Background: an optimization exercise with open tools, aiming at small area and a short achievable clock period. Do not read the settings as production practice.
In this exercise RTL edits were held to simulation tests only and were not proved equivalent to the original.

## flow/design.v (module list and top-level ports; edited modules follow where they fit)
// module cwu_codec: 1622 lines
module cwu_codec (
    input  wire        clk,
    input  wire        rst,
    input  wire        enc_valid,
    input  wire [63:0] enc_data,
    input  wire [35:0] enc_h,
    input  wire [2:0]  enc_word,
    input  wire        enc_poison,
    output reg         enc_out_valid,
    output reg  [23:0] enc_check,
    input  wire        dec_valid,
    input  wire [63:0] dec_data,
    input  wire [23:0] dec_check,
    input  wire [35:0] dec_h,
    input  wire [2:0]  dec_word,
    input  wire        dec_erase_en,
    input  wire [3:0]  dec_erase_dev,
    output reg         dec_out_valid,
    output reg  [63:0] dec_out_data,
    output reg  [2:0]  dec_outcome,
    output reg  [3:0]  dec_position,
    output reg  [23:0] dec_synd
);
  // ...
==> flow/flow/run.sh <==
#!/bin/bash
# Own flow: the standard layout (standard.sh) with these changes:
#  - ABC maps the logic with flow/abc.script (an area-oriented mapping)
#    instead of ORFS's abc_speed/abc_area script; the synthesis passes
#    before and after ABC are standard.sh's own (synth_recipe.tcl);
#  - repair_timing aims for SETUP_SLACK_MARGIN=20.5 ns of setup slack;
#  - the port buffers that global placement inserts on every input and
#    output are sky130_fd_sc_hd__buf_1 cells.
# Each tool's output is in orfs/logs/ (per step) and make_flow.log.
set -euo pipefail
W=$(pwd)
cp flow/abc.script "$W/abc_custom.script"
cat > "$W/custom_synth.tcl" <<EOT
proc abc {args} {
  set i [lsearch -exact \$args -script]
  if {\$i >= 0} { lset args [expr {\$i + 1}] $W/abc_custom.script }
  puts "custom abc script: $W/abc_custom.script"
  yosys abc {*}\$args
}
source $W/synth_recipe.tcl
EOT
sed -e "s#SYNTH_SCRIPT=[^ ]*#SYNTH_SCRIPT=$W/custom_synth.tcl 'BUFFER_PORTS_ARGS=-buffer_cell sky130_fd_sc_hd__buf_1' SETUP_SLACK_MARGIN=20.5#" standard.sh > "$W/custom_standard.sh"
grep -q "SYNTH_SCRIPT=$W/custom_synth.tcl" "$W/custom_standard.sh"
bash "$W/custom_standard.sh" > "$W/make_flow.log" 2>&1
==> flow/flow/abc.script <==
strash
ifraig
scorr
dc2
dch -f
&get -n
&st
&dch
&nf -R 1000
&put
topo
==> flow/standard.sh <==
#!/bin/bash
# synth_recipe.tcl (not shown) runs the flow's synth.tcl, then flattens the netlist and writes it again
# the make line also repeats each setting of config.mk as NAME=value (left out here)
make -C /OpenROAD-flow-scripts/flow DESIGN_CONFIG=/design/flow/config.mk WORK_HOME=/design/flow/orfs CLKGATE_MAP_FILE= SYNTH_SCRIPT=/design/flow/synth_recipe.tcl "${@:-finish}"
==> flow/config.mk <==
export PLATFORM = sky130hd
export DESIGN_NAME = cwu_codec
export DESIGN_NICKNAME = cwu_codec
export VERILOG_FILES = /design/flow/design.v
export SDC_FILE = /design/flow/constraint.sdc
export NUM_CORES = 4
export LEC_CHECK = 0
export CAP_MARGIN = 20
export CORE_MARGIN = 2
export CORE_UTILIZATION = 50
export GPL_ROUTABILITY_DRIVEN = 1
export SLEW_MARGIN = 20
==> flow/constraint.sdc <==
create_clock -name core_clock -period 28.0 [get_ports {clk}]
set_input_delay 5.6000 -clock core_clock [delete_from_list [all_inputs] [get_ports {clk}]]
set_output_delay 5.6000 -clock core_clock [all_outputs]
set_load 0.01 [all_outputs]
==> reports/results.txt, run 1 <==
Max Cap Viol = 0
CTS max path bufs = 3
Area of placed instances = 23000 um^2
FF-to-FF setup slack = 20.82 ns
Critical path data required time = 28.43 ns
RSZ-0062 raised after global routing = no
Multi-input logic cell count = 1979
Fin Hold WS = 0.371 ns
Commonest cells in the netlist = xnor2_1, xor2_1, dfxtp_1, a22oi_1, nand2_1
Setup crit end kind = register
NonClk Buf Share = 7.99%
Clk cell area share = 3.82%
Fin cells = 3242
Crit path launch type = primary input
Via count = 19461
DRT Pass-1 Iters = 15
Met3 Usage GRT = 7.47%
Synth top area share = 41.3%
Number of global-route vias before repair = 19007
Core Region = 40000 um^2
CTS tree = yes
DP Wirelength = 70.9 mm
Seq/total area = 17.9%
Grt total ovfl = 0
Die H = 206 um
Routability cong. = 1.07
Avg Cell Area, Syn = 9.14 um^2
Metal2 WL = 40.6 mm
CP max-delay cell = xnor3_1
Dpl cells = 3176
Design Area, Final = 24800 um^2
Post-Syn Nets = 2478
Post-CTS setup buffers = 9
Crit. path cell count = 8
Bufs w/o clock = 438
Status = complete, no violations
Hold path depth = 0
CTS Hold Buffers Added = 0
==> run 2: changes to the inputs <==
--- a/flow/config.mk
+++ b/flow/config.mk
@@ -10,2 +10,4 @@
 export CORE_UTILIZATION = 50
+export CTS_CLUSTER_DIAMETER = 100
+export CTS_CLUSTER_SIZE = 30
 export GPL_ROUTABILITY_DRIVEN = 1
==> run 2 against run 1 <==
Against the previous run: still clean on timing, DRC and antenna; final area is 1.9% lower; hold slack improved by 0.0042 ns; global-route usage is 0.096 points lower; critical path type unchanged.
==> reports/results.txt, run 2 <==
Status = complete, no violations
Avg Cell Area, Syn = 9.14 um^2 (unchanged)
Final Net Count = 2929
Fillers = 3618
DRC violations left = 0
Area of placed instances = 23000 um^2 (unchanged)
Initial antenna violation count = 2
FF-to-FF setup slack = 20.62 ns (-0.20 ns)
CTS Hold Buffers Added = 0 (unchanged)
Routing usage on met1 = 51.5%
Final WL = 88.4 mm
Distinct cells, synth = 46
Post-Syn Nets = 2478 (unchanged)
Synth top area cells = xnor2_1, dfxtp_1, xor2_1, a22oi_1, a222oi_1
Count leader, synth = xnor2_1
Later-pin clock latency in the skew report = 0.53 ns
Register area share after synthesis = 21.7%
H-tree levels = 1
CTS tree = yes
Met3 Usage GRT = 7.10% (-0.38 points)
Cell area after synthesis = 20400 um^2
Yosys warnings = 1
Predominant post-synthesis flop cell = dfxtp_1
Sink Count = 221
Fin cells = 3214 (-0.86%)
IO buf count = 360
Clock slew at reported path FFs = 0.10 ns
Worst-path maximum fanout = 4
Met2 Resource Use GR = 66.4%
Number of inserted diodes = 0
Max Cap Viol = 0 (unchanged)
Most common cell after layout, fill and taps aside = xnor2_1
Hold path depth = 0 (unchanged)
Setup crit end kind = register
Area leader, netlist = xnor2_1
Mux contribution to synthesized area = 0%
Syn Inst Count = 2231
Fmax = 134 MHz
Via count = 19316 (-0.75%)
Synth Area in Simple Gates = 7.70%
CP Class = in2reg
Post-synth EDFFs = 0
Crit path launch type = primary input
Critical path data required time = 28.35 ns (-0.08 ns)
Design Area, Final = 24300 um^2 (-1.9%)
Worst min path class = reg2reg
Antenna Nets Post-Route = 0
Reg2reg end = dec_out_data[1]$_DFF_P_
Pins Over Slew Limit = 0
CTS buffer count = 15
Die W = 206 um
Root Buffer = clkbuf_16
CTS max path bufs = 3 (unchanged)
Critical R2R Launch = r_s0[4]$_DFF_P_
Grt peak-use layer = met2
Footprint of the multi-input gates = 16700 um^2
WHS Endpoint = dec_synd[21]$_DFF_P_
Synth async-reset ratio = 0%
Top flop regs = dec_out_data x64, r_data x64
Largest net degree at the start of global routing = 41
Largest family of logic cells by synthesized area = XOR/XNOR gates
Slew headroom = 30.3%
Worst Tran Pin Value = 1.05 ns
Initial drt markers = 2814
Grt total ovfl = 0 (unchanged)
DP Wirelength = 70.9 mm (unchanged)
Total track usage = 40.8%
Commonest cells in the netlist = xnor2_1, xor2_1, dfxtp_1, a22oi_1, nand2_1
Min-delay src = r_s2[5]$_DFF_P_
CP arrival = 7.82 ns
Cells on worst reg2reg path = 27
Synth top area share = 41.3% (unchanged)
Row count = 73
Setup TNS = 0 ns
#FFs+latches synth = 221
Routability cong. = 1.07 (unchanged)
Final Hold Viols = 0
Reg area = 4440 um^2
Via density = 6.01
Global-route wire length before repair = 127 mm
Proportion of layout cells with a drive suffix above 1 = 7.66%
DRT Pass-1 Iters = 12 (-3)
Final setup violation count = 0
Most frequent cells in the layout = xnor2_1, buf_1, xor2_1, dfxtp_1, a22oi_1
Setup crit start = dec_h[19]
Initial Util = 51.0%
Dpl cells = 3176 (unchanged)
Synth Area in Compound Gates = 11.3%
RSZ-0062 raised after global routing = yes
I/O pins = 361
Synth-to-layout area growth = 19.4%
Minimum clock period = 7.47 ns
Fin Clk Skew = 0.0299 ns
Post-Synth XOR/XNOR Area = 58.3%
Die H = 206 um (unchanged)
Die area = 42400 um^2
Tcrit/Tclk final = 26.7%
Routed length per instance = 27.5 um
Core Region = 40000 um^2 (unchanged)
Post-Synth Adder-Cell Area = 0.429%
Number of global-route vias before repair = 18872 (-0.71%)
-- run 2: cell counts after synthesis --
Identical to the previous run, type by type.
-- run 2: cell type report --
type | count | area share (%)
multi-input combinational | 1979 | 68.5
sequential | 221 | 18.2
timing repair buffer | 434 | 8.01
tap | 525 | 2.70
clock buffer | 16 | 1.56
inverter | 31 | 0.524
clock inverter | 8 | 0.498
-- run 2: critical path: stages --
cell	delay, ns
buf_1	0.21
xnor2_1	0.59
xnor2_1	0.27
xnor2_1	0.33
xnor2_1	0.12
xnor2_1	0.45
xnor2_1	0.23
-- run 2: repair_timing --
| item | CTS | global route |
|---|---|---|
| setup endpoints to repair | 81 | 88 |
| pin swaps | 4 | 2 |
| setup buffers | 11 | 3 |
| resized for setup | 80 | 50 |
-- run 2: worst max path at each step --
| stage | endpoint | slack [ns] | cells after the start |
|---|---|---|---|
| after floorplan | dec_out_data[48]$_DFF_P_ | 20.50 | 30 |
| after global placement | dec_out_data[7]$_DFF_P_ | 18.59 | 27 |
| after detailed placement | dec_out_data[26]$_DFF_P_ | 18.25 | 29 |
| after CTS | r_s1[3]$_DFF_P_ | 20.50 | 8 |
| after global routing | dec_out_data[32]$_DFF_P_ | 20.40 | 28 |
| final | r_s0[3]$_DFF_P_ | 20.53 | 7 |
-- run 2: stage by stage --
stage | hold slack [ns] | setup WS [ns] | util (%)
floorplan | 0.349 | 20.50 | -
global placement | 0.359 | 18.59 | 57.5
detailed placement | 0.365 | 18.25 | 57.5
CTS | 0.374 | 20.50 | 59.8
global route | 0.382 | 20.40 | 60.9
finish | 0.376 | 20.53 | 60.9
-- run 2: metal layers --
metal  vias to the layer above  wire length [um]
met5                         -                30
met4                         2              6000
met3                       358              9070
met2                      1439             40200
met1                      9037             33100
li1                       8480                 -
-- run 2: cells by family after synthesis --
group	after synthesis
AOI/OAI and AO/OA	305
DFF	221
buffers and inverters	31
adders and majority gates	7
and+or+nand+nor	321
xor gates and xnor gates	1346
==> run 3: changes to the inputs <==
--- a/flow/config.mk
+++ b/flow/config.mk
@@ -10,4 +10,4 @@
 export CORE_UTILIZATION = 50
-export CTS_CLUSTER_DIAMETER = 100
-export CTS_CLUSTER_SIZE = 30
+export CTS_CLUSTER_DIAMETER = 120
+export CTS_CLUSTER_SIZE = 25
 export GPL_ROUTABILITY_DRIVEN = 1
==> run 3 against run 2 <==
Against the previous run: fmax grew 0.15%; global-route usage grew 0.069 points; core utilization grew 0.097 points; register-to-register slack gained 0.09 ns; count of clock-buffer cells in the layout shrank 1; die area unchanged; still clean on timing, DRC and antenna; final area increased by 0.16%; final cell count hardly changed.
==> reports/results.txt, run 3 <==
#FFs+latches synth = 221 (unchanged)
Core Region = 40000 um^2 (unchanged)
Pins Over Slew Limit = 0 (unchanged)
Register area share after synthesis = 21.7% (unchanged)
Count leader, synth = xnor2_1
Critical path data required time = 28.37 ns (+0.02 ns)
Reg area = 4450 um^2 (about the same)
CP Class = in2reg
CTS max path bufs = 3 (unchanged)
Worst Tran Pin Value = 1.05 ns (+0.00776 ns)
Total track usage = 40.9% (+0.069 points)
Row count = 73 (unchanged)
Worst path max stage delay = 0.60 ns (about the same)
Crit path launch type = primary input
Number of global-route vias before repair = 18886 (+0.074%)
Syn Inst Count = 2231 (unchanged)
Routed length per instance = 27.6 um (+0.32%)
Proportion of layout cells with a drive suffix above 1 = 7.84% (+0.18 points)
Synth async-reset ratio = 0% (unchanged)
Synth-to-layout area growth = 19.6%
Initial Util = 51.0% (unchanged)
Synth top area share = 41.3% (unchanged)
Minimum clock period = 7.46 ns (-0.0109 ns)
Fin Clk Skew = 0.0252 ns (-0.00466 ns)
Fin Hold WS = 0.375 ns (-0.0000610 ns)
Commonest cells in the netlist = xnor2_1, xor2_1, dfxtp_1, a22oi_1, nand2_1
Top flop regs = dec_out_data x64, r_data x64
IO buf count = 360 (unchanged)
Most used cell, CP = xnor2_1
Max Cap Viol = 0 (unchanged)
Largest net degree at the start of global routing = 41 (unchanged)
Distinct cells, synth = 46 (unchanged)
Worst min path class = reg2reg
Post-synth EDFFs = 0 (unchanged)
Root Buffer = clkbuf_16
Most frequent cells in the layout = xnor2_1, buf_1, xor2_1, dfxtp_1, a22oi_1
DRT Pass-1 Iters = 10 (-2)
Final WL = 88.7 mm (+0.35%)
Status = complete, no violations
Top Metal Used = met5
I/O pins = 361 (unchanged)
Area leader, netlist = xnor2_1
CTS Hold Buffers Added = 0 (unchanged)
Cell area after synthesis = 20400 um^2 (unchanged)
Final Hold Viols = 0 (unchanged)
Initial antenna violation count = 2 (unchanged)
CP arrival = 7.83 ns (about the same)
Via density = 5.99 (-0.36%)
Worst Path Buf+Inv = 1 (unchanged)
FF-to-FF setup slack = 20.71 ns (+0.09 ns)
Critical R2R Launch = r_s0[0]$_DFF_P_
Final setup violation count = 0 (unchanged)
Setup crit end kind = register
CTS buffer count = 15 (unchanged)
Initial drt markers = 2820 (+0.21%)
Predominant post-synthesis flop cell = dfxtp_1
Die area = 42400 um^2 (unchanged)
Fillers = 3631 (+0.36%)
Final Net Count = 2931 (+0.068%)
Met1 Wirelength = 33.6 mm (+1.7%)
Synth top area cells = xnor2_1, dfxtp_1, xor2_1, a22oi_1, a222oi_1
Setup TNS = 0 ns (unchanged)
Min-delay src = r_s2[5]$_DFF_P_
Grt total ovfl = 0 (unchanged)
Avg Cell Area, Syn = 9.14 um^2 (unchanged)
Via count = 19253 (-0.33%)
Number of inserted diodes = 0 (unchanged)
Setup crit start = dec_h[19]
Slew headroom = 29.7% (-0.52 points)
CTS tree = yes
CP Cell Sequence = buf_1 > xnor2_1 > xnor2_1 > xnor2_1 > xnor2_1 > xnor2_1 > xnor2_1
Met3 Wirelength = 8.83 mm (-2.6%)
DP Wirelength = 70.9 mm (unchanged)
Die W = 206 um (unchanged)
Routability cong. = 1.07 (unchanged)
Most common cell after layout, fill and taps aside = xnor2_1
Sink Count = 221 (unchanged)
Post-Syn Nets = 2478 (unchanged)
H-tree levels = 1 (unchanged)
Top cell family by delay on the critical path = XOR/XNOR gates
Die H = 206 um (unchanged)
Global-route wire length before repair = 126 mm (about the same)
Yosys warnings = 1 (unchanged)
Fmax = 134 MHz (+0.15%)
Footprint of the multi-input gates = 16700 um^2 (+0.21%)
DRC violations left = 0 (unchanged)
CP max-delay cell = xnor2_1
RSZ-0062 raised after global routing = yes
Metal2 WL = 40.6 mm (+1.0%)
Later-pin clock latency in the skew report = 0.52 ns (about the same)
Worst-path maximum fanout = 4 (unchanged)
Tcrit/Tclk final = 26.6% (-0.039 points)
Antenna Nets Post-Route = 0 (unchanged)
Clock slew at reported path FFs = 0.10 ns (about the same)
==> run 3: cell counts after synthesis <==
No cell type changed its count.
==> run 3: timing repair <==
action                                  4_1_cts  5_1_grt
buffers inserted                             10        6
endpoints found under the setup margin       80       85
gates resized for setup                      81       58
pin swaps                                     4        3
==> run 3: worst reg2reg max path: cells and delay by family (launching register included) <==
| kind | cells | cell delay [ns] |
|---|---|---|
| AO/OA/AOI/OAI | 10 | 2.36 |
| XOR/XNOR | 7 | 1.41 |
| adder cells (fa/ha/maj) | 2 | 0.66 |
| buffers and inverters | 4 | 0.73 |
| flip-flops | 1 | 0.46 |
| AND/OR/NAND/NOR | 8 | 1.54 |
==> run 3: area by class of cell <==
| class | count | share of cell area (%) |
|---|---|---|
| tap | 525 | 2.69 |
| clock inverter | 8 | 0.400 |
| sequential | 221 | 18.2 |
| inverter | 31 | 0.559 |
| multi-input combinational | 1979 | 68.5 |
| clock buffer | 15 | 1.54 |
| timing repair buffer | 436 | 8.07 |
==> run 3: logic make-up after synthesis <==
family / synth area share (%)
xor+xnor: 58.3
compound gates: 11.3
simple gates: 7.70
flops: 21.7
buf+inv: 0.570
fa+ha+maj: 0.429
==> run 3: routing by layer <==
metal  GRT usage [%]  up-vias
li1                -     8475
met1            51.8     9075
met2            67.0     1383
met3            6.62      318
met4            21.2        2
met5               0        -
==> run 3: worst paths after layout <==
kind	to	cells after the start
max	r_s0[3]$_DFF_P_	7
min	dec_synd[21]$_DFF_P_	0
max reg2reg	dec_out_data[1]$_DFF_P_	31
min reg2reg	dec_synd[21]$_DFF_P_	0
==> run 3: stage by stage <==
step	utilization, %	area [um^2]	cells	setup slack, ns
3_3_place_gp	57.5	23000	3176	18.59
4_1_cts	59.8	23900	3209	20.51
2_1_floorplan	-	20500	2231	20.50
5_1_grt	61.0	24400	3215	20.41
3_5_place_dp	57.5	23000	3176	18.25
6_report	61.0	24400	3215	20.54

-- what the ideal ports hide --
No port has a modelled driver above. Below, the same layouts with a new extraction and two added sets of constraints. Step 1: set_driving_cell puts a clkbuf_16 on clk and a buf_2 on each other input, an assumption about the parent block. Step 2 adds t to the input delays and takes it off the output delays; t is the mean of the earliest and latest rising clock arrival at the registers after step 1. Input paths then give back, and output paths get back, about the clock's delay inside the block. Slacks: no drivers / after step 1 / after step 2; pairs: no drivers / after step 1.
run	shift t [ns]	setup slack, ns	hold WS [ns]	worst setup path after step 2	latest minus earliest clock arrival (ns)
run 1	0.623	20.544 / 20.575 / 19.951	0.371 / 0.371 / 0.371	input to register	0.025 / 0.025
run 2	0.574	20.531 / 20.569 / 19.995	0.376 / 0.376 / 0.376	input to register	0.045 / 0.046
run 3	0.578	20.542 / 20.580 / 20.002	0.375 / 0.375 / 0.375	input to register	0.032 / 0.031
After both steps every run listed still meets setup and hold. For run 1, which loses most, drivers alone change the setup slack by +0.031 ns; drivers and shift together by -0.593 ns.
